Background: an optimization exercise with open tools, aiming at small area, a short achievable clock period and few clock cycles. Do not read the settings as production practice.
No functional check of the RTL was part of this run.
Power is estimated from default activity; no workload was simulated.

==> flow/design.v <==
module chk_unit (
    input  wire        clk,
    input  wire        rst,
    input  wire        job_valid,
    output wire        job_ready,
    input  wire [31:0] job_cmd,
    input  wire [23:0] job_len,
    input  wire        in_valid,
    output wire        in_ready,
    input  wire [63:0] in_data,
    output reg         res_valid,
    output reg         res_refused,
    output reg  [2:0]  res_refuse_code,
    output reg  [31:0] res_result,
    output reg  [3:0]  res_code,
    output reg  [15:0] res_acount,
    output reg         res_copy,
    output reg  [47:0] res_tail,
    output reg  [2:0]  res_tail_len,
    input  wire        reg_wr,
    input  wire        reg_rd,
    input  wire [15:0] reg_addr,
    input  wire [31:0] reg_wdata,
    output reg  [31:0] reg_rdata
);
    localparam OP_COMPUTE = 2'd0;
    localparam OP_APPEND  = 2'd1;
    localparam OP_CHECK   = 2'd2;
    localparam CODE_DONE     = 4'd2;
    localparam CODE_MISMATCH = 4'd3;
    localparam CODE_REPEAT   = 4'd4;
    localparam CODE_JUMP     = 4'd5;
    integer n;
    reg [31:0] ctx_state [0:15];
    reg [1:0]  ctx_poly  [0:15];
    reg [15:0] ctx_valid;
    reg [15:0] ach_tx  [0:15];
    reg [7:0]  ach_win [0:15];
    reg [15:0] ach_rx  [0:15];
    reg [15:0] ach_rxv;
    reg [15:0] txd, wnd, rxd;
    reg [31:0] cnt_jobs, cnt_mismatch, cnt_alive_err, cnt_refused;
    function [31:0] sat_inc;
        input [31:0] c;
        sat_inc = (c[30:0] == 31'h7FFF_FFFF) ? {1'b1, c[30:0]} : c + 32'd1;
    endfunction
    reg        rdy;
    assign job_ready = rdy;
    assign in_ready  = rdy;
    wire take = job_valid & rdy;
    reg [1:0]  j_op;        
    reg        j_opbad;     
    reg [1:0]  j_poly;
    reg        j_alive, j_resume, j_save;
    reg [3:0]  j_ctx, j_achan;
    reg [23:0] rin;         
    reg        first_pend;  
    reg        take_d;      
    reg [1:0]  nfl;         
    reg [1:0]  c_op;
    reg [1:0]  c_poly;
    reg        c_alive, c_save;
    reg [3:0]  c_ctx, c_achan;
    reg [2:0]  c_rc;
    reg [15:0] c_cnt;
    reg        c_fwd;       
    wire [2:0] j_w = (j_poly[1] == 1'b0) ? 3'd4 : (j_poly[0] ? 3'd1 : 3'd2);
    wire fwd = c_fwd && (c_ctx == j_ctx);
    wire       busy = (nfl != 2'd0);
    wire [3:0] reg_slot = {~reg_addr[6], reg_addr[5:3]};
    wire [3:0] reg_chan = reg_addr[6:3];
    wire [3:0] ix_ctx   = busy ? j_ctx  : reg_slot;
    wire [3:0] ix_tx    = busy ? j_achan : reg_chan;
    wire [3:0] ix_rx    = busy ? c_achan : reg_chan;
    wire [31:0] rd_ctx_state = ctx_state[ix_ctx];
    wire [1:0]  rd_ctx_poly  = ctx_poly[ix_ctx];
    wire        rd_ctx_valid = ctx_valid[ix_ctx];
    wire [15:0] rd_tx   = txd[ix_tx] ? ach_tx[ix_tx] : 16'd0;
    wire [7:0]  rd_win0 = wnd[ix_rx] ? ach_win[ix_rx] : 8'd8;
    wire [7:0]  rd_win  = (rd_win0 == 8'd0) ? 8'd1 : rd_win0;
    wire [15:0] rd_rx   = rxd[ix_rx] ? ach_rx[ix_rx] : 16'd0;
    wire        rd_rxv  = rxd[ix_rx] & ach_rxv[ix_rx];
    wire       slot_ok = fwd ? (c_poly == j_poly)
                             : (rd_ctx_valid && rd_ctx_poly == j_poly);
    wire [4:0] minlen  = {2'd0, j_w} + (j_alive ? 5'd3 : 5'd1);
    wire       too_short = (rin[23:5] == 19'd0) && (rin[4:0] < minlen);
    wire [2:0] rc = j_opbad                       ? 3'd1 :
                    (j_save && j_op != OP_COMPUTE) ? 3'd2 :
                    (j_resume && !slot_ok)         ? 3'd3 :
                    (j_op == OP_CHECK && too_short) ? 3'd4 : 3'd0;
    wire       app_alive = (j_op == OP_APPEND) && j_alive;
    wire [2:0] lm = rin[2:0];                  
    wire [2:0] l_lo = (j_op == OP_CHECK) ? (lm - j_w) :
                      app_alive          ? (lm + 3'd2) : lm;
    wire [2:0] k_job = 3'd0 - l_lo;
    wire [3:0] m_last = (lm == 3'd0) ? 4'd8 : {1'b0, lm};
    wire dm1 = (j_op == OP_CHECK) && (m_last <= {1'b0, j_w});
    wire dp1 = app_alive && (m_last >= 4'd7);
    wire lastin = (rin[23:4] == 20'd0) && (!rin[3] || rin[2:0] == 3'd0);   
    wire second = !lastin && (rin[23:5] == 19'd0) && (!rin[4] || rin[3:0] == 4'd0);  
    reg [63:0] d_r;         
    reg [63:8] prev;        
    reg        p_v, p_first, p_lastin, p_crc, p_lastcrc, p_ovr, p_rx;
    reg [2:0]  e_k;
    reg [3:0]  e_psel;      
    reg [15:0] e_cnt;       
    reg        e_fcrc, e_frx;
    reg [31:0] e_ss;        
    reg [2:0]  e_rc;        
    reg [31:0] s;           
    reg [15:0] cap_cnt;     
    reg        cap_ok;      
    wire [127:0] cat = {d_r, prev, 8'd0};
    wire [63:0]  fw  = cat[(7'd64 - {1'b0, e_k, 3'd0}) +: 64];
    wire [7:0]   pad = p_first ? (8'hFF << e_k) : 8'hFF;
    reg  [63:0]  wa;
    always @(*) begin
        for (n = 0; n < 8; n = n + 1)
            wa[8*n +: 8] = pad[n] ? fw[8*n +: 8] : 8'd0;
        if (p_ovr)
            wa[63:48] = e_cnt;
    end
    wire [95:0]  sp   = {64'd0, e_ss} << {e_k, 3'd0};
    wire [63:0]  sx   = p_first ? sp[63:0] : {32'd0, s};
    wire [31:0]  sr   = p_first ? sp[95:64] : 32'd0;
    wire [63:0]  w    = wa ^ sx;
    wire [3:0]   psel = e_psel;
    wire [31:0]  t;
    assign t[0] =
        ((w[24] ^ w[25] ^ w[45] ^ w[49] ^ w[50] ^ w[61]) & (psel[3])) ^
        ((w[12] ^ w[15] ^ w[26] ^ w[44]) & (psel[2])) ^
        ((w[7] ^ w[51] ^ w[63]) & (psel[2] | psel[3])) ^
        ((w[6]) & (psel[1])) ^
        ((w[3] ^ w[9] ^ w[20] ^ w[32]) & (psel[1] | psel[3])) ^
        ((w[1] ^ w[4] ^ w[40] ^ w[54]) & (psel[1] | psel[2])) ^
        ((w[14] ^ w[30] ^ w[35]) & (psel[1] | psel[2] | psel[3])) ^
        ((w[41] ^ w[57] ^ w[60]) & (psel[0])) ^
        ((w[13] ^ w[18] ^ w[22] ^ w[28] ^ w[29] ^ w[56]) & (psel[0] | psel[3])) ^
        ((w[0] ^ w[37] ^ w[43]) & (psel[0] | psel[2])) ^
        ((w[2] ^ w[5] ^ w[21] ^ w[46] ^ w[47] ^ w[59]) & (psel[0] | psel[2] | psel[3])) ^
        ((w[34] ^ w[58]) & (psel[0] | psel[1])) ^
        ((w[27] ^ w[38]) & (psel[0] | psel[1] | psel[3])) ^
        ((w[16] ^ w[17] ^ w[19] ^ w[36]) & (psel[0] | psel[1] | psel[2])) ^
        (w[10] ^ w[11] ^ w[33] ^ w[39] ^ w[48] ^ w[52] ^ w[55]);
    assign t[1] =
        ((w[9] ^ w[26] ^ w[62] ^ w[63]) & (psel[3])) ^
        ((w[24] ^ w[32] ^ w[52]) & (psel[2])) ^
        ((w[13] ^ w[27] ^ w[45]) & (psel[2] | psel[3])) ^
        ((w[10] ^ w[21] ^ w[33]) & (psel[1])) ^
        ((w[4] ^ w[7]) & (psel[1] | psel[3])) ^
        ((w[41]) & (psel[1] | psel[2])) ^
        ((w[2] ^ w[5] ^ w[15] ^ w[31] ^ w[36] ^ w[55]) & (psel[1] | psel[2] | psel[3])) ^
        ((w[14] ^ w[29] ^ w[30] ^ w[42] ^ w[58]) & (psel[0])) ^
        ((w[19] ^ w[23] ^ w[57] ^ w[61]) & (psel[0] | psel[3])) ^
        ((w[1] ^ w[3] ^ w[22] ^ w[44] ^ w[47] ^ w[48]) & (psel[0] | psel[2])) ^
        ((w[6] ^ w[38] ^ w[60]) & (psel[0] | psel[2] | psel[3])) ^
        ((w[28] ^ w[39]) & (psel[0] | psel[1])) ^
        ((w[35] ^ w[56] ^ w[59]) & (psel[0] | psel[1] | psel[3])) ^
        ((w[0] ^ w[11] ^ w[17] ^ w[37] ^ w[49]) & (psel[0] | psel[1] | psel[2])) ^
        (w[12] ^ w[18] ^ w[20] ^ w[34] ^ w[40] ^ w[53]);
    assign t[2] =
        ((w[9] ^ w[47] ^ w[51] ^ w[52] ^ w[55]) & (psel[3])) ^
        ((w[14] ^ w[28] ^ w[46] ^ w[53]) & (psel[2])) ^
        ((w[25] ^ w[33]) & (psel[2] | psel[3])) ^
        ((w[5] ^ w[34]) & (psel[1])) ^
        ((w[8] ^ w[11] ^ w[22] ^ w[56]) & (psel[1] | psel[3])) ^
        ((w[3] ^ w[42]) & (psel[1] | psel[2])) ^
        ((w[6] ^ w[16] ^ w[32] ^ w[37]) & (psel[1] | psel[2] | psel[3])) ^
        ((w[15] ^ w[20] ^ w[31] ^ w[43] ^ w[48]) & (psel[0])) ^
        ((w[24] ^ w[30] ^ w[58] ^ w[59] ^ w[62]) & (psel[0] | psel[3])) ^
        ((w[4] ^ w[7] ^ w[23] ^ w[39] ^ w[61]) & (psel[0] | psel[2])) ^
        ((w[2] ^ w[45] ^ w[49]) & (psel[0] | psel[2] | psel[3])) ^
        ((w[29] ^ w[36] ^ w[57] ^ w[60]) & (psel[0] | psel[1] | psel[3])) ^
        ((w[1] ^ w[12] ^ w[13] ^ w[21] ^ w[35]) & (psel[0] | psel[1] | psel[2])) ^
        (w[0] ^ w[18] ^ w[19] ^ w[38] ^ w[40] ^ w[41] ^ w[50] ^ w[54]);
    assign t[3] =
        ((w[11] ^ w[18] ^ w[27] ^ w[28] ^ w[45] ^ w[48] ^ w[53] ^ w[56]) & (psel[3])) ^
        ((w[15] ^ w[54]) & (psel[2])) ^
        ((w[26] ^ w[29] ^ w[34] ^ w[47]) & (psel[2] | psel[3])) ^
        ((w[0] ^ w[6] ^ w[9]) & (psel[1])) ^
        ((w[12] ^ w[23] ^ w[35] ^ w[57]) & (psel[1] | psel[3])) ^
        ((w[4] ^ w[7] ^ w[33] ^ w[38] ^ w[43]) & (psel[1] | psel[2])) ^
        ((w[17]) & (psel[1] | psel[2] | psel[3])) ^
        ((w[16] ^ w[25] ^ w[32] ^ w[44] ^ w[59] ^ w[63]) & (psel[0])) ^
        ((w[21] ^ w[31] ^ w[40] ^ w[49] ^ w[60]) & (psel[0] | psel[3])) ^
        ((w[3] ^ w[8] ^ w[46] ^ w[50] ^ w[62]) & (psel[0] | psel[2])) ^
        ((w[5] ^ w[24]) & (psel[0] | psel[2] | psel[3])) ^
        ((w[30] ^ w[61]) & (psel[0] | psel[1])) ^
        ((w[37] ^ w[58]) & (psel[0] | psel[1] | psel[3])) ^
        ((w[20] ^ w[36] ^ w[39] ^ w[51] ^ w[55]) & (psel[0] | psel[1] | psel[2])) ^
        (w[1] ^ w[2] ^ w[13] ^ w[14] ^ w[19] ^ w[22] ^ w[41] ^ w[42]);
    assign t[4] =
        ((w[22] ^ w[35] ^ w[41] ^ w[49] ^ w[54]) & (psel[3])) ^
        ((w[47] ^ w[60]) & (psel[2])) ^
        ((w[12] ^ w[30]) & (psel[2] | psel[3])) ^
        ((w[0] ^ w[1] ^ w[24] ^ w[44] ^ w[52]) & (psel[1])) ^
        ((w[2] ^ w[38] ^ w[43] ^ w[59]) & (psel[1] | psel[3])) ^
        ((w[7] ^ w[21] ^ w[37] ^ w[56]) & (psel[1] | psel[2])) ^
        ((w[8]) & (psel[1] | psel[2] | psel[3])) ^
        ((w[9] ^ w[26] ^ w[45] ^ w[51]) & (psel[0])) ^
        ((w[16] ^ w[19] ^ w[25] ^ w[27] ^ w[28] ^ w[29] ^ w[50] ^ w[57] ^ w[61]) & (psel[0] | psel[3])) ^
        ((w[4] ^ w[11] ^ w[48] ^ w[55] ^ w[63]) & (psel[0] | psel[2])) ^
        ((w[6] ^ w[32] ^ w[46]) & (psel[0] | psel[2] | psel[3])) ^
        ((w[10] ^ w[31] ^ w[34] ^ w[62]) & (psel[0] | psel[1])) ^
        ((w[13] ^ w[15] ^ w[18] ^ w[58]) & (psel[0] | psel[1] | psel[3])) ^
        ((w[5] ^ w[39] ^ w[40]) & (psel[0] | psel[1] | psel[2])) ^
        (w[3] ^ w[14] ^ w[20] ^ w[23] ^ w[36] ^ w[42]);
    assign t[5] =
        ((w[10] ^ w[17] ^ w[23] ^ w[27] ^ w[42] ^ w[46] ^ w[52] ^ w[56] ^ w[58]) & (psel[3])) ^
        ((w[33] ^ w[47]) & (psel[2])) ^
        ((w[5] ^ w[31] ^ w[61]) & (psel[2] | psel[3])) ^
        ((w[1] ^ w[3] ^ w[16] ^ w[53] ^ w[59]) & (psel[1])) ^
        ((w[11] ^ w[19] ^ w[25] ^ w[44] ^ w[45]) & (psel[1] | psel[3])) ^
        ((w[9] ^ w[21] ^ w[41]) & (psel[1] | psel[2])) ^
        ((w[8] ^ w[37] ^ w[43]) & (psel[1] | psel[2] | psel[3])) ^
        ((w[20] ^ w[30] ^ w[34] ^ w[51] ^ w[55]) & (psel[0])) ^
        ((w[0] ^ w[18] ^ w[26] ^ w[36] ^ w[62]) & (psel[0] | psel[3])) ^
        ((w[7] ^ w[12] ^ w[13]) & (psel[0] | psel[2])) ^
        ((w[48] ^ w[49]) & (psel[0] | psel[2] | psel[3])) ^
        ((w[14] ^ w[39]) & (psel[0] | psel[1])) ^
        ((w[2] ^ w[35] ^ w[60] ^ w[63]) & (psel[0] | psel[1] | psel[3])) ^
        ((w[6] ^ w[40] ^ w[57]) & (psel[0] | psel[1] | psel[2])) ^
        (w[4] ^ w[15] ^ w[22] ^ w[24] ^ w[32] ^ w[38]);
    assign t[6] =
        ((w[20] ^ w[36] ^ w[37] ^ w[53]) & (psel[3])) ^
        ((w[13] ^ w[58]) & (psel[2])) ^
        ((w[0] ^ w[9] ^ w[16] ^ w[33] ^ w[39] ^ w[62]) & (psel[2] | psel[3])) ^
        ((w[30] ^ w[52]) & (psel[1])) ^
        ((w[12] ^ w[19] ^ w[26] ^ w[27] ^ w[45]) & (psel[1] | psel[3])) ^
        ((w[32] ^ w[41] ^ w[42]) & (psel[1] | psel[2])) ^
        ((w[5] ^ w[6] ^ w[44]) & (psel[1] | psel[2] | psel[3])) ^
        ((w[17] ^ w[29] ^ w[31] ^ w[40]) & (psel[0])) ^
        ((w[3] ^ w[8] ^ w[18] ^ w[28] ^ w[43] ^ w[47] ^ w[57] ^ w[59] ^ w[63]) & (psel[0] | psel[3])) ^
        ((w[10]) & (psel[0] | psel[2])) ^
        ((w[38] ^ w[49] ^ w[50]) & (psel[0] | psel[2] | psel[3])) ^
        ((w[2] ^ w[15] ^ w[35] ^ w[55] ^ w[60]) & (psel[0] | psel[1])) ^
        ((w[1] ^ w[11] ^ w[46] ^ w[48] ^ w[61]) & (psel[0] | psel[1] | psel[3])) ^
        ((w[7] ^ w[14] ^ w[22] ^ w[34]) & (psel[0] | psel[1] | psel[2])) ^
        (w[23] ^ w[25]);
    assign t[7] =
        ((w[19] ^ w[29] ^ w[48] ^ w[54] ^ w[58] ^ w[60]) & (psel[3])) ^
        ((w[11] ^ w[14]) & (psel[2])) ^
        ((w[1] ^ w[39] ^ w[63]) & (psel[2] | psel[3])) ^
        ((w[0] ^ w[16] ^ w[31] ^ w[36] ^ w[53] ^ w[56]) & (psel[1])) ^
        ((w[2] ^ w[20] ^ w[47]) & (psel[1] | psel[3])) ^
        ((w[42]) & (psel[1] | psel[2])) ^
        ((w[6] ^ w[7] ^ w[45]) & (psel[1] | psel[2] | psel[3])) ^
        ((w[5] ^ w[22] ^ w[30] ^ w[52] ^ w[55] ^ w[57]) & (psel[0])) ^
        ((w[4] ^ w[9] ^ w[21] ^ w[32] ^ w[37] ^ w[38] ^ w[44]) & (psel[0] | psel[3])) ^
        ((w[59]) & (psel[0] | psel[2])) ^
        ((w[10] ^ w[17] ^ w[34] ^ w[50] ^ w[51]) & (psel[0] | psel[2] | psel[3])) ^
        ((w[3] ^ w[61]) & (psel[0] | psel[1])) ^
        ((w[12] ^ w[13] ^ w[27] ^ w[28] ^ w[46] ^ w[49] ^ w[62]) & (psel[0] | psel[1] | psel[3])) ^
        ((w[15] ^ w[23] ^ w[33] ^ w[35] ^ w[43]) & (psel[0] | psel[1] | psel[2])) ^
        (w[8] ^ w[24] ^ w[26]);
    assign t[8] =
        ((w[2] ^ w[12] ^ w[15]) & (psel[2])) ^
        ((w[1] ^ w[3] ^ w[17] ^ w[21] ^ w[32] ^ w[37] ^ w[54] ^ w[57]) & (psel[1])) ^
        ((w[7] ^ w[8] ^ w[43] ^ w[46] ^ w[48]) & (psel[1] | psel[2])) ^
        ((w[5] ^ w[6] ^ w[10] ^ w[22] ^ w[23] ^ w[31] ^ w[33] ^ w[38] ^ w[39] ^ w[45] ^ w[53] ^ w[58]) & (psel[0])) ^
        ((w[0] ^ w[11] ^ w[18] ^ w[35] ^ w[51] ^ w[52] ^ w[56] ^ w[60]) & (psel[0] | psel[2])) ^
        ((w[4] ^ w[13] ^ w[14] ^ w[16] ^ w[28] ^ w[29] ^ w[47] ^ w[50] ^ w[62] ^ w[63]) & (psel[0] | psel[1])) ^
        ((w[9] ^ w[24] ^ w[25] ^ w[27] ^ w[34] ^ w[36] ^ w[44]) & (psel[0] | psel[1] | psel[2]));
    assign t[9] =
        ((w[0] ^ w[9] ^ w[10] ^ w[57]) & (psel[2])) ^
        ((w[5] ^ w[8] ^ w[11] ^ w[20] ^ w[29] ^ w[34] ^ w[39]) & (psel[1])) ^
        ((w[3] ^ w[19] ^ w[28] ^ w[36] ^ w[37] ^ w[44] ^ w[49] ^ w[52]) & (psel[1] | psel[2])) ^
        ((w[7] ^ w[14] ^ w[21] ^ w[23] ^ w[24] ^ w[30] ^ w[33] ^ w[38] ^ w[41] ^ w[43] ^ w[55] ^ w[56] ^ w[58] ^ w[60]) & (psel[0])) ^
        ((w[12] ^ w[13] ^ w[35] ^ w[53] ^ w[61]) & (psel[0] | psel[2])) ^
        ((w[2] ^ w[6] ^ w[15] ^ w[16] ^ w[18] ^ w[22] ^ w[27] ^ w[32] ^ w[40] ^ w[51] ^ w[54] ^ w[63]) & (psel[0] | psel[1])) ^
        ((w[1] ^ w[25] ^ w[26] ^ w[45] ^ w[47]) & (psel[0] | psel[1] | psel[2]));
    assign t[10] =
        ((w[4] ^ w[13] ^ w[20] ^ w[27]) & (psel[2])) ^
        ((w[12] ^ w[28] ^ w[34] ^ w[39] ^ w[41]) & (psel[1])) ^
        ((w[1] ^ w[2] ^ w[32] ^ w[36] ^ w[45] ^ w[46] ^ w[50] ^ w[53]) & (psel[1] | psel[2])) ^
        ((w[0] ^ w[3] ^ w[5] ^ w[8] ^ w[15] ^ w[18] ^ w[24] ^ w[25] ^ w[31] ^ w[42] ^ w[43] ^ w[44] ^ w[47] ^ w[60] ^ w[61]) & (psel[0])) ^
        ((w[38] ^ w[62]) & (psel[0] | psel[2])) ^
        ((w[7] ^ w[21] ^ w[23]) & (psel[0] | psel[1])) ^
        ((w[10] ^ w[11] ^ w[14] ^ w[26] ^ w[29] ^ w[37] ^ w[54] ^ w[58]) & (psel[0] | psel[1] | psel[2]));
    assign t[11] =
        ((w[5] ^ w[14] ^ w[21] ^ w[28]) & (psel[2])) ^
        ((w[13] ^ w[29] ^ w[35] ^ w[40] ^ w[42]) & (psel[1])) ^
        ((w[2] ^ w[3] ^ w[33] ^ w[37] ^ w[46] ^ w[47] ^ w[51] ^ w[54]) & (psel[1] | psel[2])) ^
        ((w[0] ^ w[1] ^ w[4] ^ w[6] ^ w[9] ^ w[16] ^ w[19] ^ w[25] ^ w[26] ^ w[32] ^ w[43] ^ w[44] ^ w[45] ^ w[48] ^ w[61] ^ w[62]) & (psel[0])) ^
        ((w[39] ^ w[63]) & (psel[0] | psel[2])) ^
        ((w[8] ^ w[22] ^ w[24]) & (psel[0] | psel[1])) ^
        ((w[11] ^ w[12] ^ w[15] ^ w[27] ^ w[30] ^ w[38] ^ w[55] ^ w[59]) & (psel[0] | psel[1] | psel[2]));
    assign t[12] =
        ((w[6] ^ w[15] ^ w[24] ^ w[32]) & (psel[2])) ^
        ((w[14] ^ w[16] ^ w[30] ^ w[56]) & (psel[1])) ^
        ((w[3] ^ w[4] ^ w[13] ^ w[28] ^ w[39] ^ w[60]) & (psel[1] | psel[2])) ^
        ((w[1] ^ w[7] ^ w[11] ^ w[18] ^ w[19] ^ w[20] ^ w[21] ^ w[26] ^ w[37] ^ w[44] ^ w[45] ^ w[49] ^ w[57] ^ w[58] ^ w[59] ^ w[62] ^ w[63]) & (psel[0])) ^
        ((w[0] ^ w[22] ^ w[29] ^ w[40]) & (psel[0] | psel[2])) ^
        ((w[9] ^ w[23] ^ w[25] ^ w[36] ^ w[41] ^ w[43]) & (psel[0] | psel[1])) ^
        ((w[12] ^ w[31] ^ w[34] ^ w[38] ^ w[47] ^ w[48] ^ w[52] ^ w[55]) & (psel[0] | psel[1] | psel[2]));
    assign t[13] =
        ((w[2] ^ w[9] ^ w[27] ^ w[41] ^ w[46] ^ w[51] ^ w[60]) & (psel[2])) ^
        ((w[10] ^ w[31] ^ w[37]) & (psel[1])) ^
        ((w[4] ^ w[13] ^ w[14] ^ w[15] ^ w[39] ^ w[40] ^ w[48] ^ w[56] ^ w[61]) & (psel[1] | psel[2])) ^
        ((w[0] ^ w[20] ^ w[28] ^ w[45] ^ w[47] ^ w[50] ^ w[55] ^ w[63]) & (psel[0])) ^
        ((w[1] ^ w[8] ^ w[11] ^ w[12] ^ w[16] ^ w[18] ^ w[23] ^ w[30] ^ w[33] ^ w[34] ^ w[36] ^ w[43] ^ w[52]) & (psel[0] | psel[2])) ^
        ((w[17] ^ w[24] ^ w[26] ^ w[35] ^ w[42] ^ w[57]) & (psel[0] | psel[1])) ^
        ((w[5] ^ w[29] ^ w[32] ^ w[44] ^ w[49] ^ w[53]) & (psel[0] | psel[1] | psel[2]));
    assign t[14] =
        ((w[2] ^ w[3] ^ w[8] ^ w[13] ^ w[17] ^ w[19] ^ w[34] ^ w[37] ^ w[42] ^ w[61]) & (psel[2])) ^
        ((w[18] ^ w[27] ^ w[32] ^ w[36] ^ w[40] ^ w[43] ^ w[58]) & (psel[1])) ^
        ((w[14] ^ w[15] ^ w[33] ^ w[49] ^ w[62]) & (psel[1] | psel[2])) ^
        ((w[1] ^ w[22] ^ w[39] ^ w[51] ^ w[55] ^ w[59] ^ w[60]) & (psel[0])) ^
        ((w[0] ^ w[9] ^ w[10] ^ w[12] ^ w[24] ^ w[28] ^ w[31] ^ w[35] ^ w[44] ^ w[47] ^ w[52] ^ w[53]) & (psel[0] | psel[2])) ^
        ((w[11] ^ w[16] ^ w[25] ^ w[38]) & (psel[0] | psel[1])) ^
        ((w[5] ^ w[6] ^ w[30] ^ w[41] ^ w[45] ^ w[50] ^ w[54] ^ w[57]) & (psel[0] | psel[1] | psel[2]));
    assign t[15] =
        ((w[0] ^ w[3] ^ w[4] ^ w[9] ^ w[14] ^ w[18] ^ w[20] ^ w[35] ^ w[38] ^ w[43] ^ w[62]) & (psel[2])) ^
        ((w[19] ^ w[28] ^ w[33] ^ w[37] ^ w[41] ^ w[44] ^ w[59]) & (psel[1])) ^
        ((w[15] ^ w[16] ^ w[34] ^ w[50] ^ w[63]) & (psel[1] | psel[2])) ^
        ((w[2] ^ w[23] ^ w[40] ^ w[48] ^ w[52] ^ w[56] ^ w[60] ^ w[61]) & (psel[0])) ^
        ((w[1] ^ w[10] ^ w[11] ^ w[13] ^ w[25] ^ w[29] ^ w[32] ^ w[36] ^ w[45] ^ w[53] ^ w[54]) & (psel[0] | psel[2])) ^
        ((w[12] ^ w[17] ^ w[26] ^ w[39]) & (psel[0] | psel[1])) ^
        ((w[6] ^ w[7] ^ w[31] ^ w[42] ^ w[46] ^ w[51] ^ w[55] ^ w[58]) & (psel[0] | psel[1] | psel[2]));
    assign t[16] =
        ((w[1] ^ w[4] ^ w[6] ^ w[9] ^ w[10] ^ w[19] ^ w[29] ^ w[36] ^ w[39] ^ w[42] ^ w[45] ^ w[48] ^ w[51] ^ w[58] ^ w[60]) & (psel[1])) ^
        ((w[2] ^ w[12] ^ w[24] ^ w[26] ^ w[27] ^ w[32] ^ w[37] ^ w[40] ^ w[41] ^ w[46] ^ w[49] ^ w[52] ^ w[53] ^ w[57] ^ w[61] ^ w[62]) & (psel[0])) ^
        ((w[3] ^ w[7] ^ w[8] ^ w[11] ^ w[13] ^ w[14] ^ w[18] ^ w[30] ^ w[33] ^ w[43] ^ w[47] ^ w[54] ^ w[55] ^ w[56] ^ w[59]) & (psel[0] | psel[1]));
    assign t[17] =
        ((w[0] ^ w[2] ^ w[5] ^ w[7] ^ w[10] ^ w[11] ^ w[20] ^ w[30] ^ w[37] ^ w[40] ^ w[43] ^ w[46] ^ w[49] ^ w[52] ^ w[59] ^ w[61]) & (psel[1])) ^
        ((w[3] ^ w[13] ^ w[25] ^ w[27] ^ w[28] ^ w[33] ^ w[38] ^ w[41] ^ w[42] ^ w[47] ^ w[50] ^ w[53] ^ w[54] ^ w[58] ^ w[62] ^ w[63]) & (psel[0])) ^
        ((w[4] ^ w[8] ^ w[9] ^ w[12] ^ w[14] ^ w[15] ^ w[19] ^ w[31] ^ w[34] ^ w[44] ^ w[48] ^ w[55] ^ w[56] ^ w[57] ^ w[60]) & (psel[0] | psel[1]));
    assign t[18] =
        ((w[1] ^ w[3] ^ w[5] ^ w[6] ^ w[8] ^ w[10] ^ w[12] ^ w[13] ^ w[16] ^ w[31] ^ w[44] ^ w[50] ^ w[53] ^ w[56] ^ w[57] ^ w[58] ^ w[62]) & (psel[1])) ^
        ((w[0] ^ w[2] ^ w[4] ^ w[14] ^ w[17] ^ w[18] ^ w[19] ^ w[22] ^ w[26] ^ w[27] ^ w[33] ^ w[36] ^ w[37] ^ w[42] ^ w[46] ^ w[51] ^ w[52] ^ w[54] ^ w[63]) & (psel[0])) ^
        ((w[9] ^ w[11] ^ w[15] ^ w[20] ^ w[21] ^ w[32] ^ w[35] ^ w[38] ^ w[41] ^ w[45] ^ w[47] ^ w[49] ^ w[60] ^ w[61]) & (psel[0] | psel[1]));
    assign t[19] =
        ((w[4] ^ w[6] ^ w[7] ^ w[9] ^ w[10] ^ w[14] ^ w[16] ^ w[21] ^ w[22] ^ w[32] ^ w[33] ^ w[36] ^ w[39] ^ w[45] ^ w[46] ^ w[48] ^ w[51] ^ w[54] ^ w[63]) & (psel[1])) ^
        ((w[1] ^ w[3] ^ w[15] ^ w[20] ^ w[23] ^ w[29] ^ w[41] ^ w[53] ^ w[56] ^ w[60]) & (psel[0])) ^
        ((w[0] ^ w[2] ^ w[11] ^ w[12] ^ w[13] ^ w[17] ^ w[42] ^ w[50] ^ w[57] ^ w[58] ^ w[59] ^ w[61] ^ w[62]) & (psel[0] | psel[1]));
    assign t[20] =
        ((w[5] ^ w[6] ^ w[7] ^ w[8] ^ w[9] ^ w[15] ^ w[19] ^ w[20] ^ w[22] ^ w[23] ^ w[27] ^ w[32] ^ w[35] ^ w[36] ^ w[37] ^ w[38] ^ w[39] ^ w[46] ^ w[47] ^ w[48] ^ w[49]) & (psel[1])) ^
        ((w[0] ^ w[1] ^ w[2] ^ w[3] ^ w[14] ^ w[21] ^ w[24] ^ w[42] ^ w[57] ^ w[58] ^ w[61]) & (psel[0])) ^
        ((w[4] ^ w[12] ^ w[13] ^ w[16] ^ w[18] ^ w[30] ^ w[43] ^ w[51] ^ w[54] ^ w[59] ^ w[60] ^ w[62] ^ w[63]) & (psel[0] | psel[1]));
    assign t[21] =
        ((w[5] ^ w[7] ^ w[8] ^ w[13] ^ w[23] ^ w[24] ^ w[30] ^ w[32] ^ w[35] ^ w[49] ^ w[50] ^ w[54] ^ w[58] ^ w[60]) & (psel[1])) ^
        ((w[10] ^ w[14] ^ w[15] ^ w[16] ^ w[18] ^ w[25] ^ w[29] ^ w[33] ^ w[36] ^ w[38] ^ w[39] ^ w[41] ^ w[46] ^ w[48] ^ w[56] ^ w[57] ^ w[62]) & (psel[0])) ^
        ((w[0] ^ w[1] ^ w[3] ^ w[4] ^ w[11] ^ w[21] ^ w[27] ^ w[28] ^ w[31] ^ w[34] ^ w[37] ^ w[44] ^ w[47] ^ w[61] ^ w[63]) & (psel[0] | psel[1]));
    assign t[22] =
        ((w[2] ^ w[3] ^ w[5] ^ w[8] ^ w[11] ^ w[16] ^ w[17] ^ w[19] ^ w[20] ^ w[22] ^ w[24] ^ w[25] ^ w[28] ^ w[29] ^ w[31] ^ w[34] ^ w[39] ^ w[50] ^ w[51] ^ w[54] ^ w[58] ^ w[61]) & (psel[1])) ^
        ((w[1] ^ w[4] ^ w[13] ^ w[15] ^ w[18] ^ w[21] ^ w[26] ^ w[32] ^ w[33] ^ w[35] ^ w[36] ^ w[41] ^ w[42] ^ w[43] ^ w[46] ^ w[49] ^ w[55] ^ w[56] ^ w[60] ^ w[63]) & (psel[0])) ^
        ((w[10] ^ w[12] ^ w[27] ^ w[30] ^ w[40] ^ w[45] ^ w[52] ^ w[59] ^ w[62]) & (psel[0] | psel[1]));
    assign t[23] =
        ((w[0] ^ w[3] ^ w[4] ^ w[6] ^ w[9] ^ w[11] ^ w[12] ^ w[13] ^ w[20] ^ w[23] ^ w[25] ^ w[26] ^ w[28] ^ w[30] ^ w[32] ^ w[35] ^ w[40] ^ w[41] ^ w[46] ^ w[51] ^ w[60] ^ w[62]) & (psel[1])) ^
        ((w[10] ^ w[14] ^ w[38] ^ w[39] ^ w[42] ^ w[44] ^ w[48] ^ w[50] ^ w[58] ^ w[61]) & (psel[0])) ^
        ((w[17] ^ w[18] ^ w[21] ^ w[29] ^ w[31] ^ w[52] ^ w[53] ^ w[55] ^ w[59] ^ w[63]) & (psel[0] | psel[1]));
    assign t[24] =
        ((w[3] ^ w[6] ^ w[7] ^ w[9] ^ w[11] ^ w[12] ^ w[18] ^ w[20] ^ w[22] ^ w[24] ^ w[26] ^ w[31] ^ w[35] ^ w[39] ^ w[42] ^ w[56] ^ w[60] ^ w[61] ^ w[63]) & (psel[1])) ^
        ((w[0] ^ w[2] ^ w[10] ^ w[15] ^ w[27] ^ w[28] ^ w[30] ^ w[32] ^ w[33] ^ w[36] ^ w[37] ^ w[45] ^ w[46] ^ w[49] ^ w[51] ^ w[52] ^ w[54] ^ w[57] ^ w[62]) & (psel[0])) ^
        ((w[5] ^ w[13] ^ w[16] ^ w[17] ^ w[21] ^ w[29] ^ w[34] ^ w[38] ^ w[40] ^ w[41] ^ w[47] ^ w[48] ^ w[53] ^ w[55] ^ w[58]) & (psel[0] | psel[1]));
    assign t[25] =
        ((w[7] ^ w[8] ^ w[9] ^ w[12] ^ w[13] ^ w[20] ^ w[21] ^ w[23] ^ w[25] ^ w[43] ^ w[57] ^ w[61] ^ w[62]) & (psel[1])) ^
        ((w[6] ^ w[14] ^ w[17] ^ w[28] ^ w[29] ^ w[30] ^ w[31] ^ w[35] ^ w[37] ^ w[39] ^ w[46] ^ w[47] ^ w[48] ^ w[50] ^ w[53] ^ w[54] ^ w[63]) & (psel[0])) ^
        ((w[1] ^ w[3] ^ w[11] ^ w[16] ^ w[18] ^ w[22] ^ w[33] ^ w[34] ^ w[38] ^ w[41] ^ w[42] ^ w[49] ^ w[52] ^ w[55] ^ w[56] ^ w[58] ^ w[59]) & (psel[0] | psel[1]));
    assign t[26] =
        ((w[0] ^ w[2] ^ w[8] ^ w[9] ^ w[14] ^ w[17] ^ w[19] ^ w[24] ^ w[26] ^ w[34] ^ w[39] ^ w[43] ^ w[44] ^ w[56] ^ w[57] ^ w[59] ^ w[60] ^ w[62] ^ w[63]) & (psel[1])) ^
        ((w[5] ^ w[7] ^ w[11] ^ w[15] ^ w[16] ^ w[27] ^ w[28] ^ w[30] ^ w[31] ^ w[32] ^ w[33] ^ w[37] ^ w[40] ^ w[41] ^ w[46] ^ w[49] ^ w[51] ^ w[52] ^ w[54]) & (psel[0])) ^
        ((w[4] ^ w[10] ^ w[12] ^ w[13] ^ w[21] ^ w[22] ^ w[23] ^ w[35] ^ w[42] ^ w[50] ^ w[53] ^ w[58]) & (psel[0] | psel[1]));
    assign t[27] =
        ((w[4] ^ w[15] ^ w[18] ^ w[19] ^ w[25] ^ w[30] ^ w[39] ^ w[44] ^ w[45] ^ w[48] ^ w[57] ^ w[60] ^ w[61] ^ w[63]) & (psel[1])) ^
        ((w[8] ^ w[11] ^ w[12] ^ w[14] ^ w[28] ^ w[29] ^ w[31] ^ w[36] ^ w[41] ^ w[42] ^ w[47] ^ w[50] ^ w[53] ^ w[54]) & (psel[0])) ^
        ((w[0] ^ w[5] ^ w[6] ^ w[13] ^ w[16] ^ w[17] ^ w[22] ^ w[23] ^ w[24] ^ w[32] ^ w[33] ^ w[34] ^ w[38] ^ w[43] ^ w[51] ^ w[52] ^ w[55] ^ w[59]) & (psel[0] | psel[1]));
    assign t[28] =
        ((w[3] ^ w[4] ^ w[5] ^ w[10] ^ w[11] ^ w[26] ^ w[27] ^ w[31] ^ w[36] ^ w[38] ^ w[45] ^ w[46] ^ w[49] ^ w[61] ^ w[62]) & (psel[1])) ^
        ((w[1] ^ w[6] ^ w[12] ^ w[13] ^ w[14] ^ w[15] ^ w[17] ^ w[29] ^ w[33] ^ w[34] ^ w[35] ^ w[37] ^ w[39] ^ w[42] ^ w[43] ^ w[51] ^ w[52]) & (psel[0])) ^
        ((w[7] ^ w[9] ^ w[18] ^ w[23] ^ w[24] ^ w[25] ^ w[30] ^ w[32] ^ w[44] ^ w[48] ^ w[53] ^ w[54] ^ w[55] ^ w[56] ^ w[60]) & (psel[0] | psel[1]));
    assign t[29] =
        ((w[4] ^ w[5] ^ w[6] ^ w[11] ^ w[12] ^ w[27] ^ w[28] ^ w[32] ^ w[37] ^ w[39] ^ w[46] ^ w[47] ^ w[50] ^ w[62] ^ w[63]) & (psel[1])) ^
        ((w[2] ^ w[7] ^ w[13] ^ w[14] ^ w[15] ^ w[16] ^ w[18] ^ w[30] ^ w[34] ^ w[35] ^ w[36] ^ w[38] ^ w[40] ^ w[43] ^ w[44] ^ w[52] ^ w[53]) & (psel[0])) ^
        ((w[8] ^ w[10] ^ w[19] ^ w[24] ^ w[25] ^ w[26] ^ w[31] ^ w[33] ^ w[45] ^ w[49] ^ w[54] ^ w[55] ^ w[56] ^ w[57] ^ w[61]) & (psel[0] | psel[1]));
    assign t[30] =
        ((w[1] ^ w[4] ^ w[5] ^ w[7] ^ w[10] ^ w[12] ^ w[13] ^ w[28] ^ w[29] ^ w[30] ^ w[47] ^ w[51] ^ w[52] ^ w[63]) & (psel[1])) ^
        ((w[8] ^ w[9] ^ w[11] ^ w[15] ^ w[20] ^ w[27] ^ w[31] ^ w[32] ^ w[34] ^ w[37] ^ w[41] ^ w[44] ^ w[45] ^ w[53] ^ w[55] ^ w[58]) & (psel[0])) ^
        ((w[0] ^ w[3] ^ w[14] ^ w[16] ^ w[17] ^ w[19] ^ w[25] ^ w[26] ^ w[35] ^ w[36] ^ w[39] ^ w[46] ^ w[50] ^ w[54] ^ w[56] ^ w[57] ^ w[62]) & (psel[0] | psel[1]));
    assign t[31] =
        ((w[0] ^ w[2] ^ w[3] ^ w[5] ^ w[8] ^ w[13] ^ w[19] ^ w[29] ^ w[31] ^ w[34] ^ w[39] ^ w[53]) & (psel[1])) ^
        ((w[1] ^ w[4] ^ w[12] ^ w[17] ^ w[20] ^ w[21] ^ w[27] ^ w[28] ^ w[36] ^ w[40] ^ w[42] ^ w[45] ^ w[46] ^ w[55] ^ w[56] ^ w[58] ^ w[59]) & (psel[0])) ^
        ((w[9] ^ w[10] ^ w[15] ^ w[16] ^ w[18] ^ w[26] ^ w[32] ^ w[33] ^ w[35] ^ w[37] ^ w[38] ^ w[47] ^ w[51] ^ w[54] ^ w[57] ^ w[63]) & (psel[0] | psel[1]));
    wire [31:0]  s_next = t ^ sr;
    wire rx_match = e_psel[3] ? (wa[7:0] == ~s[7:0]) :
                    e_psel[2] ? ({wa[7:0], wa[15:8]} == s[15:0]) :
                                (wa[31:0] == ~s);
    wire [31:0] slot_int = (j_poly == 2'd2) ? {16'd0, rd_ctx_state[7:0], rd_ctx_state[15:8]}
                                            : rd_ctx_state;
    wire [31:0] init_int = (j_poly == 2'd3) ? 32'h0000_00FF :
                           (j_poly == 2'd2) ? 32'h0000_FFFF : 32'hFFFF_FFFF;
    wire [31:0] ss_job   = !j_resume ? init_int : (fwd ? s : slot_int);
    reg e0, e1;    
    reg [15:0] cr_rx;    
    reg        cr_rxv;
    reg [7:0]  cr_win;
    reg        inc_pend;   
    wire [31:0] s_ext   = (c_poly == 2'd2) ? {16'd0, s[7:0], s[15:8]} : s;
    wire [31:0] fin_crc = (c_poly == 2'd3) ? {24'd0, s_ext[7:0] ^ 8'hFF} :
                          (c_poly == 2'd2) ? s_ext : ~s_ext;
    wire [2:0]  c_w     = (c_poly[1] == 1'b0) ? 3'd4 : (c_poly[0] ? 3'd1 : 3'd2);
    wire        crc_ok  = cap_ok;
    wire [15:0] rx_dist = cap_cnt - cr_rx;
    wire        c_ref   = (c_rc != 3'd0);
    reg [3:0]  f_code;
    reg        f_copy, f_rxupd;
    reg [47:0] f_tail;
    reg [2:0]  f_tail_len;
    reg [15:0] f_acount;
    always @(*) begin
        f_code     = CODE_DONE;
        f_copy     = 1'b0;
        f_rxupd    = 1'b0;
        f_tail     = 48'd0;
        f_tail_len = 3'd0;
        f_acount   = 16'd0;
        case (c_op)
            OP_APPEND: begin
                f_copy = 1'b1;
                if (c_alive) begin
                    f_acount   = c_cnt;
                    f_tail     = {fin_crc, c_cnt};
                    f_tail_len = c_w + 3'd2;
                end else begin
                    f_tail     = {16'd0, fin_crc};
                    f_tail_len = c_w;
                end
            end
            OP_CHECK: begin
                if (c_alive)
                    f_acount = cap_cnt;
                if (!crc_ok) begin
                    f_code = CODE_MISMATCH;
                end else if (!c_alive || !cr_rxv) begin
                    f_copy  = 1'b1;
                    f_rxupd = c_alive;
                end else if (rx_dist == 16'd0) begin
                    f_code = CODE_REPEAT;
                end else if (rx_dist <= {8'd0, cr_win}) begin
                    f_copy  = 1'b1;
                    f_rxupd = 1'b1;
                end else begin
                    f_code  = CODE_JUMP;
                    f_copy  = 1'b1;
                    f_rxupd = 1'b1;
                end
            end
            default: ;
        endcase
    end
    wire reg_ach = (reg_addr[15:7] == 9'b1000_0000_0);
    wire        rx_upd = e1 && !c_ref && f_rxupd;
    wire        ctx_we = e1 && !c_ref && c_save;
    wire        win_we = reg_wr && reg_ach && !reg_addr[2];
    wire        tx_we  = win_we || inc_pend;
    wire [3:0]  tx_wa  = inc_pend ? j_achan : reg_chan;
    wire [15:0] tx_wd  = inc_pend ? e_cnt + 16'd1 : reg_wdata[15:0];
    wire        rx_we  = (reg_wr && reg_ach && reg_addr[2]) || rx_upd;
    wire [3:0]  rx_wa  = rx_upd ? c_achan : reg_chan;
    wire [15:0] rx_wd  = rx_upd ? cap_cnt : reg_wdata[15:0];
    wire        rxv_wd = rx_upd ? 1'b1 : reg_wdata[16];
    always @(posedge clk) begin
        d_r <= in_data;
        if (p_v)
            prev <= d_r[63:8];
        if (take) begin
            j_op     <= job_cmd[1:0];
            j_opbad  <= job_cmd[2] || job_cmd[1:0] == 2'd3 ||
                        job_cmd[31:21] != 11'd0 || job_cmd[19:16] != 4'd0;
            j_poly   <= job_cmd[4:3];
            j_alive  <= job_cmd[5];
            j_resume <= job_cmd[6];
            j_save   <= job_cmd[7];
            j_ctx    <= job_cmd[11:8];
            j_achan  <= job_cmd[15:12];
            rin      <= job_len;
        end else if (in_valid) begin
            rin[23:3] <= rin[23:3] - 21'd1;
        end
        if (take_d) begin
            e_k    <= k_job;
            e_psel <= 4'b0001 << j_poly;
            e_cnt  <= rd_tx;
            e_fcrc <= dp1;
            e_frx  <= (j_op == OP_CHECK) && !dm1;
            e_ss   <= ss_job;
            e_rc   <= rc;
        end
        if (in_valid) begin
            p_first   <= first_pend;
            p_lastin  <= lastin;
            p_crc     <= !(dm1 && lastin);
            p_lastcrc <= dm1 ? second : (!dp1 && lastin);
            p_ovr     <= app_alive && !dp1 && lastin;
            p_rx      <= dm1 && lastin;
        end else begin
            p_first   <= 1'b0;
            p_lastin  <= 1'b0;
            p_crc     <= e_fcrc;
            p_lastcrc <= e_fcrc;
            p_ovr     <= e_fcrc;
            p_rx      <= e_frx;
        end
        if (p_v && p_crc)
            s <= s_next;
        if (p_v && p_lastcrc)
            cap_cnt <= wa[63:48];
        if (p_v && p_rx)
            cap_ok <= rx_match;
        if (p_v && p_lastin) begin
            c_op    <= j_op;
            c_poly  <= j_poly;
            c_alive <= j_alive;
            c_save  <= j_save;
            c_ctx   <= j_ctx;
            c_achan <= j_achan;
            c_rc    <= e_rc;
            c_cnt   <= e_cnt;
        end
        if (e0) begin
            cr_rx  <= rd_rx;
            cr_rxv <= rd_rxv;
            cr_win <= rd_win;
        end
        res_refused     <= c_ref;
        res_refuse_code <= c_rc;
        res_result      <= c_ref ? 32'd0 : (c_save ? s_ext : fin_crc);
        res_code        <= c_ref ? 4'd0 : f_code;
        res_acount      <= c_ref ? 16'd0 : f_acount;
        res_copy        <= !c_ref && f_copy;
        res_tail        <= c_ref ? 48'd0 : f_tail;
        res_tail_len    <= c_ref ? 3'd0 : f_tail_len;
        for (n = 0; n < 16; n = n + 1) begin
            if (ctx_we && c_ctx == n) begin
                ctx_state[n] <= s_ext;
                ctx_poly[n]  <= c_poly;
            end
            if (tx_we && tx_wa == n)
                ach_tx[n] <= tx_wd;
            if (win_we && reg_chan == n)
                ach_win[n] <= reg_wdata[23:16];
            if (rx_we && rx_wa == n) begin
                ach_rx[n]  <= rx_wd;
                ach_rxv[n] <= rxv_wd;
            end
        end
        if (rst) begin
            rdy        <= 1'b0;
            take_d     <= 1'b0;
            inc_pend   <= 1'b0;
            first_pend <= 1'b0;
            nfl        <= 2'd0;
            p_v        <= 1'b0;
            e0         <= 1'b0;
            e1         <= 1'b0;
            res_valid  <= 1'b0;
            c_fwd      <= 1'b0;
            ctx_valid  <= 16'd0;
            txd        <= 16'd0;
            wnd        <= 16'd0;
            rxd        <= 16'd0;
            cnt_jobs      <= 32'd0;
            cnt_mismatch  <= 32'd0;
            cnt_alive_err <= 32'd0;
            cnt_refused   <= 32'd0;
        end else begin
            rdy    <= 1'b1;
            take_d <= take;
            if (take)
                first_pend <= 1'b1;
            else if (in_valid)
                first_pend <= 1'b0;
            nfl <= nfl + {1'b0, take} - {1'b0, e1};
            p_v <= in_valid || (p_v && p_lastin && (e_fcrc || e_frx));
            e0  <= p_v && p_lastin;
            e1  <= e0;
            res_valid <= e1;
            if (p_v && p_lastin)
                c_fwd <= j_save && (e_rc == 3'd0);
            if (e1) begin
                if (c_ref) begin
                    cnt_refused <= sat_inc(cnt_refused);
                end else begin
                    cnt_jobs <= sat_inc(cnt_jobs);
                    if (f_code == CODE_MISMATCH)
                        cnt_mismatch <= sat_inc(cnt_mismatch);
                    if (f_code == CODE_REPEAT || f_code == CODE_JUMP)
                        cnt_alive_err <= sat_inc(cnt_alive_err);
                end
            end
            inc_pend <= take_d && app_alive && (rc == 3'd0);
            for (n = 0; n < 16; n = n + 1) begin
                if (ctx_we && c_ctx == n)
                    ctx_valid[n] <= 1'b1;
                if (tx_we && tx_wa == n)
                    txd[n] <= 1'b1;
                if (win_we && reg_chan == n)
                    wnd[n] <= 1'b1;
                if (rx_we && rx_wa == n)
                    rxd[n] <= 1'b1;
            end
        end
    end
    wire reg_ctx = (reg_addr[15:6] == 10'h041) ||
                   (reg_addr[15:6] == 10'h042);    
    reg [31:0] rd_val;
    always @(*) begin
        rd_val = 32'd0;
        if (reg_ach) begin
            if (!reg_addr[2])
                rd_val = {8'd0, rd_win, rd_tx};
            else
                rd_val = {15'd0, rd_rxv, rd_rx};
        end else if (reg_ctx) begin
            if (!reg_addr[2])
                rd_val = rd_ctx_valid ? rd_ctx_state : 32'd0;
            else
                rd_val = {23'd0, rd_ctx_valid, 6'd0, rd_ctx_valid ? rd_ctx_poly : 2'd0};
        end else begin
            case (reg_addr[15:2])
                14'h0400: rd_val[8] = busy;
                14'h0402: rd_val = cnt_jobs;
                14'h0403: rd_val = cnt_mismatch;
                14'h0404: rd_val = cnt_alive_err;
                14'h0405: rd_val = cnt_refused;
                default:  rd_val = 32'd0;
            endcase
        end
    end
    always @(posedge clk)
        reg_rdata <= rd_val;
endmodule
==> flow/flow/run.sh <==
#!/bin/bash
# The standard synthesis, unchanged, then the standard flow's own layout steps with
# repair_timing asked for more setup slack than the 20 ns clock needs, so
# that the layout is optimised towards a shorter period.  Each step's full
# output goes to a log file of its own in this folder.
set -euo pipefail
MARGIN=$(cat flow/margin.txt)
bash standard.sh synth > synth.log 2>&1
bash standard.sh SETUP_SLACK_MARGIN="$MARGIN" finish > layout.log 2>&1
==> flow/flow/margin.txt <==
14
==> flow/standard.sh <==
#!/bin/bash
# synth_recipe.tcl (not shown) runs the flow's synth.tcl, then flattens the netlist and writes it again
# the make line also repeats each setting of config.mk as NAME=value (left out here)
make -C /OpenROAD-flow-scripts/flow DESIGN_CONFIG=/design/flow/config.mk WORK_HOME=/design/flow/orfs CLKGATE_MAP_FILE= SYNTH_SCRIPT=/design/flow/synth_recipe.tcl "${@:-finish}"
==> flow/config.mk <==
export PLATFORM = sky130hd
export DESIGN_NAME = chk_unit
export DESIGN_NICKNAME = chk_unit
export VERILOG_FILES = /design/flow/design.v
export SDC_FILE = /design/flow/constraint.sdc
export NUM_CORES = 4
export LEC_CHECK = 0
export CAP_MARGIN = 20
export CORE_MARGIN = 2
export CORE_UTILIZATION = 35
export SLEW_MARGIN = 20
==> flow/constraint.sdc <==
create_clock -name core_clock -period 20.0 [get_ports {clk}]
set_input_delay 4.0000 -clock core_clock [delete_from_list [all_inputs] [get_ports {clk}]]
set_output_delay 4.0000 -clock core_clock [all_outputs]
set_load 0.01 [all_outputs]
==> run summary <==
-- layout by cell type (no fill, tap or decap), types with 67 or more instances in the layout --
cell,instances
a22oi_1,430
buf_12,94
clkbuf_16,205
buf_4,361
nand2_1,544
xnor2_1,634
o21ai_0,168
mux4_2,78
a21oi_1,245
inv_1,93
o22ai_1,67
dfxtp_1,400
nand3_1,209
mux2i_1,161
nor2_4,79
clkdlybuf4s50_1,294
nor2_1,589
xor2_1,341
xnor3_1,131
edfxtp_1,1463
-- layer usage --
layer  vias to the layer above  global-route usage  routed length [um]
li1                      29600                   -                   -
met1                     35800               0.373              153000
met2                      4794               0.424              172000
met3                       982              0.0751               46500
met4                         8               0.185               31200
met5                         -                   0                  56
-- power breakdown --
group          switching [W]  total (W)  leakage, nW  internal [W]
sequential          0.000129    0.00470         16.6       0.00457
combinational        0.00603     0.0108         20.0       0.00473
clock                0.00164    0.00374         3.23       0.00209
total                0.00780     0.0192         39.9        0.0114
-- through the flow --
| step | std cells | power (W) | utilization |
|---|---|---|---|
| after floorplan | 7605 | 0.0118 | - |
| after global placement | 11200 | 0.0148 | 0.384 |
| after detailed placement | 11200 | 0.0148 | 0.384 |
| after CTS | 11800 | 0.0188 | 0.426 |
| after global routing | 11900 | 0.0197 | 0.432 |
| final | 11900 | 0.0192 | 0.432 |
-- repair_timing --
item / 4_1_cts / 5_1_grt
gates cloned: 10 / 4
resized for setup: 463 / 172
buffers inserted: 200 / 64
pin swaps: 102 / 93
endpoints found under the setup margin: 807 / 755
-- worst max path at each step --
| stage | depth (start not counted) | startpoint | endpoint | slack [ns] |
|---|---|---|---|---|
| 2_1_floorplan | 14 | reg_addr[3] | e_rc[2] | 13.78 |
| 3_3_place_gp | 18 | reg_addr[4] | inc_pend | 10.87 |
| 3_5_place_dp | 17 | reg_addr[4] | e_rc[2] | 10.81 |
| 4_1_cts | 15 | reg_addr[4] | reg_rdata[3] | 13.94 |
| 5_1_grt | 20 | reg_addr[3] | inc_pend | 13.79 |
| 6_report | 17 | reg_addr[3] | reg_rdata[8] | 13.81 |
-- registers in the layout (all words and copies together) (netlist names), 32 cells and up --
signal and count:
prev 56, ctx_poly 32, d_r 64, cnt_mismatch 32, ach_rx 256, cnt_refused 32
e_ss 32, res_tail 48, cnt_jobs 32, res_result 32, cnt_alive_err 32, ach_tx 256
s 32, ach_win 128, ctx_state 512, reg_rdata 32
-- worst max-delay path, stage by stage --
cell      delay, ns
buf_8          0.11
buf_12         0.13
nor4bb_4       0.16
buf_6          0.16
buf_4          0.14
buf_12         0.13
a31oi_4        0.17
buf_4          0.16
nor2_2         0.09
buf_4          0.20
a22o_1         0.19
a221oi_2       0.25
nand3_1        0.16
o22ai_2        0.33
nor2_2         0.10
mux2i_2        0.35
o211ai_1       0.12
-- kinds of logic (layout without fill, tap and decap cells) --
kind of cell,Yosys count,after routing,share of synthesized area
XOR/XNOR,1237,1237,0.147
other,1,12,0.0000401
flip-flops,1875,1875,0.558
AND/OR/NAND/NOR,2013,2013,0.0985
multiplexers,309,309,0.0443
buffers and inverters,558,1315,0.0274
adder cells (fa/ha/maj),48,48,0.00658
AO/OA/AOI/OAI,1564,1564,0.119
-- final cells by class --
class	instances	area [um2]	share of cell area
flip-flops and latches	1875	52200	0.455
multi-input cells	5172	42200	0.368
repair buffers	841	8940	0.0779
clock buffers	262	5410	0.0471
well taps	3533	4420	0.0385
clock inverters	108	1170	0.0102
inverters	104	400	0.00349
diodes	11	27.5	0.000240
==> results.cfg <==
[clock_tree]
root_buffer = clkbuf_16
clock_path_buffers = 3
cts-hold-fix-buffers = 0
clock_sinks = 1875
numCtsBuffers = 198
cts_tree = done
path_clk_slew_ns = 0.06
htree_levels = 4
clk-insertion-delay-late_ns = 0.90

[logic_synthesis]
ys_types = 121
synth_warnings = 6
synth_area_um2 = 93500
synth_edf_count = 1463
yosys-top-cells-area = edfxtp_1 47%, dfxtp_1 8.8%, xnor2_1 6.1%
synth_ff_type = edfxtp_1
synth.yosys.seq_area_share = 0.558
synthTopCellsByCount = 1463 x edfxtp_1, 725 x nor2_1, 656 x xnor2_1, 561 x nand2_1, 444 x a22oi_1
syn_avg_cell_area_um2 = 12.3
synth_fp_nets = 7827
yosysMostFrequentCell = edfxtp_1
yosys.area.top_type = edfxtp_1
synth-seq-cells = 1875
synthCells = 7605
synth_top_area_share = 0.470
ys_async_sr_fraction = 0

[sta]
fin_tns_setup_ns = 0
finalSetupViolCount = 0
tightest_slew_ns = 1.21
worst_clock_skew_ns = 0.0930
rsz0062_at_grt = true
holdWs_ns = 0.397
fmax_mhz = 161
report.final.slew_viol_count = 0
min_period_over_period = 0.310
period_needed_ns = 6.19
final_hold_viol_count = 0
max_slew_margin = 0.187
fin_ws_ns = 13.81

[place]
preCtsSetupSlack_ns = 10.81
place_congestion = 0.989
place_area_um2 = 102000
dp_hpwl_um = 273000
io_buffers = 303

[route]
drc = 0
ant_nets = 0
vias = 71200
drt_first_pass_iters = 8
drtIter0Drc = 11200
routed_wirelength_um = 403000
viasPerCell = 5.98
routedWlPerCell_um = 33.8

[worst_setup_path]
path_class = in2reg
reg2reg_setup_slack_ns = 13.96
worstPathRequired_ns = 20.76
arrival_ns = 6.95
reg2reg_to = s[23]
reg2reg_depth = 18
r2r-start = e_k[1]
path_max_fanout = 5
worst_setup_path_end_kind = register
startpoint_type = primary input

[global_route]
gr-usage-all-layers = 0.287
grt_pass1_vias = 66700
grt_max_degree = 95
antenna_found_initial = 24
grt_pass1_wl_um = 547000
grt-ovfl-total = 0

[run]
max_cap_viol_count = 0

[final_layout]
num-fill-cells = 24100
area.growth.synth_to_final_pct = 22.7
fin_nets = 8414
layout-drive-gt1-share = 0.188
postLayoutCellArea_um2 = 115000

[die]
rows = 189
start_util = 0.352
ios = 317
die_w_um = 521
die_y_um = 521
die_area_um2 = 271000
core_um2 = 266000

[min_path]
hold_depth = 0
holdCritPathClass = reg2reg
hold_end = res_refuse_code[2]
hp-start = c_rc[2]

[power]
ir_worst_vdd_mv = 0.171
power_density_nw_per_um2 = 167
leakage_nw = 39.9

[run_status]
status = timing/DRC/antenna clean

## port drivers added, routing unchanged
In the flow no input, the clock included, has a driving cell. The finished layout below was timed again as built, in two steps.
Step 1, drivers: a clkbuf_16 drives clk and a buf_2 each remaining input, both assumed.
Step 2, shift: input delay + t, output delay - t, t = (earliest + latest rising clock arrival at the registers) / 2. This alone moves slack from input paths to output paths.
Three values: ideal ports, drivers, drivers and shift; two values: the first two.
t, ns: 0.938
setup slack, ns: 13.806 / 13.797 / 12.860
worst slew at a driven data input, ns: 0.18
cell pins on the clock port's net: 1
After both steps this run still meets setup and hold. For this run, drivers alone change the setup slack by -0.009 ns; drivers and shift together by -0.946 ns.
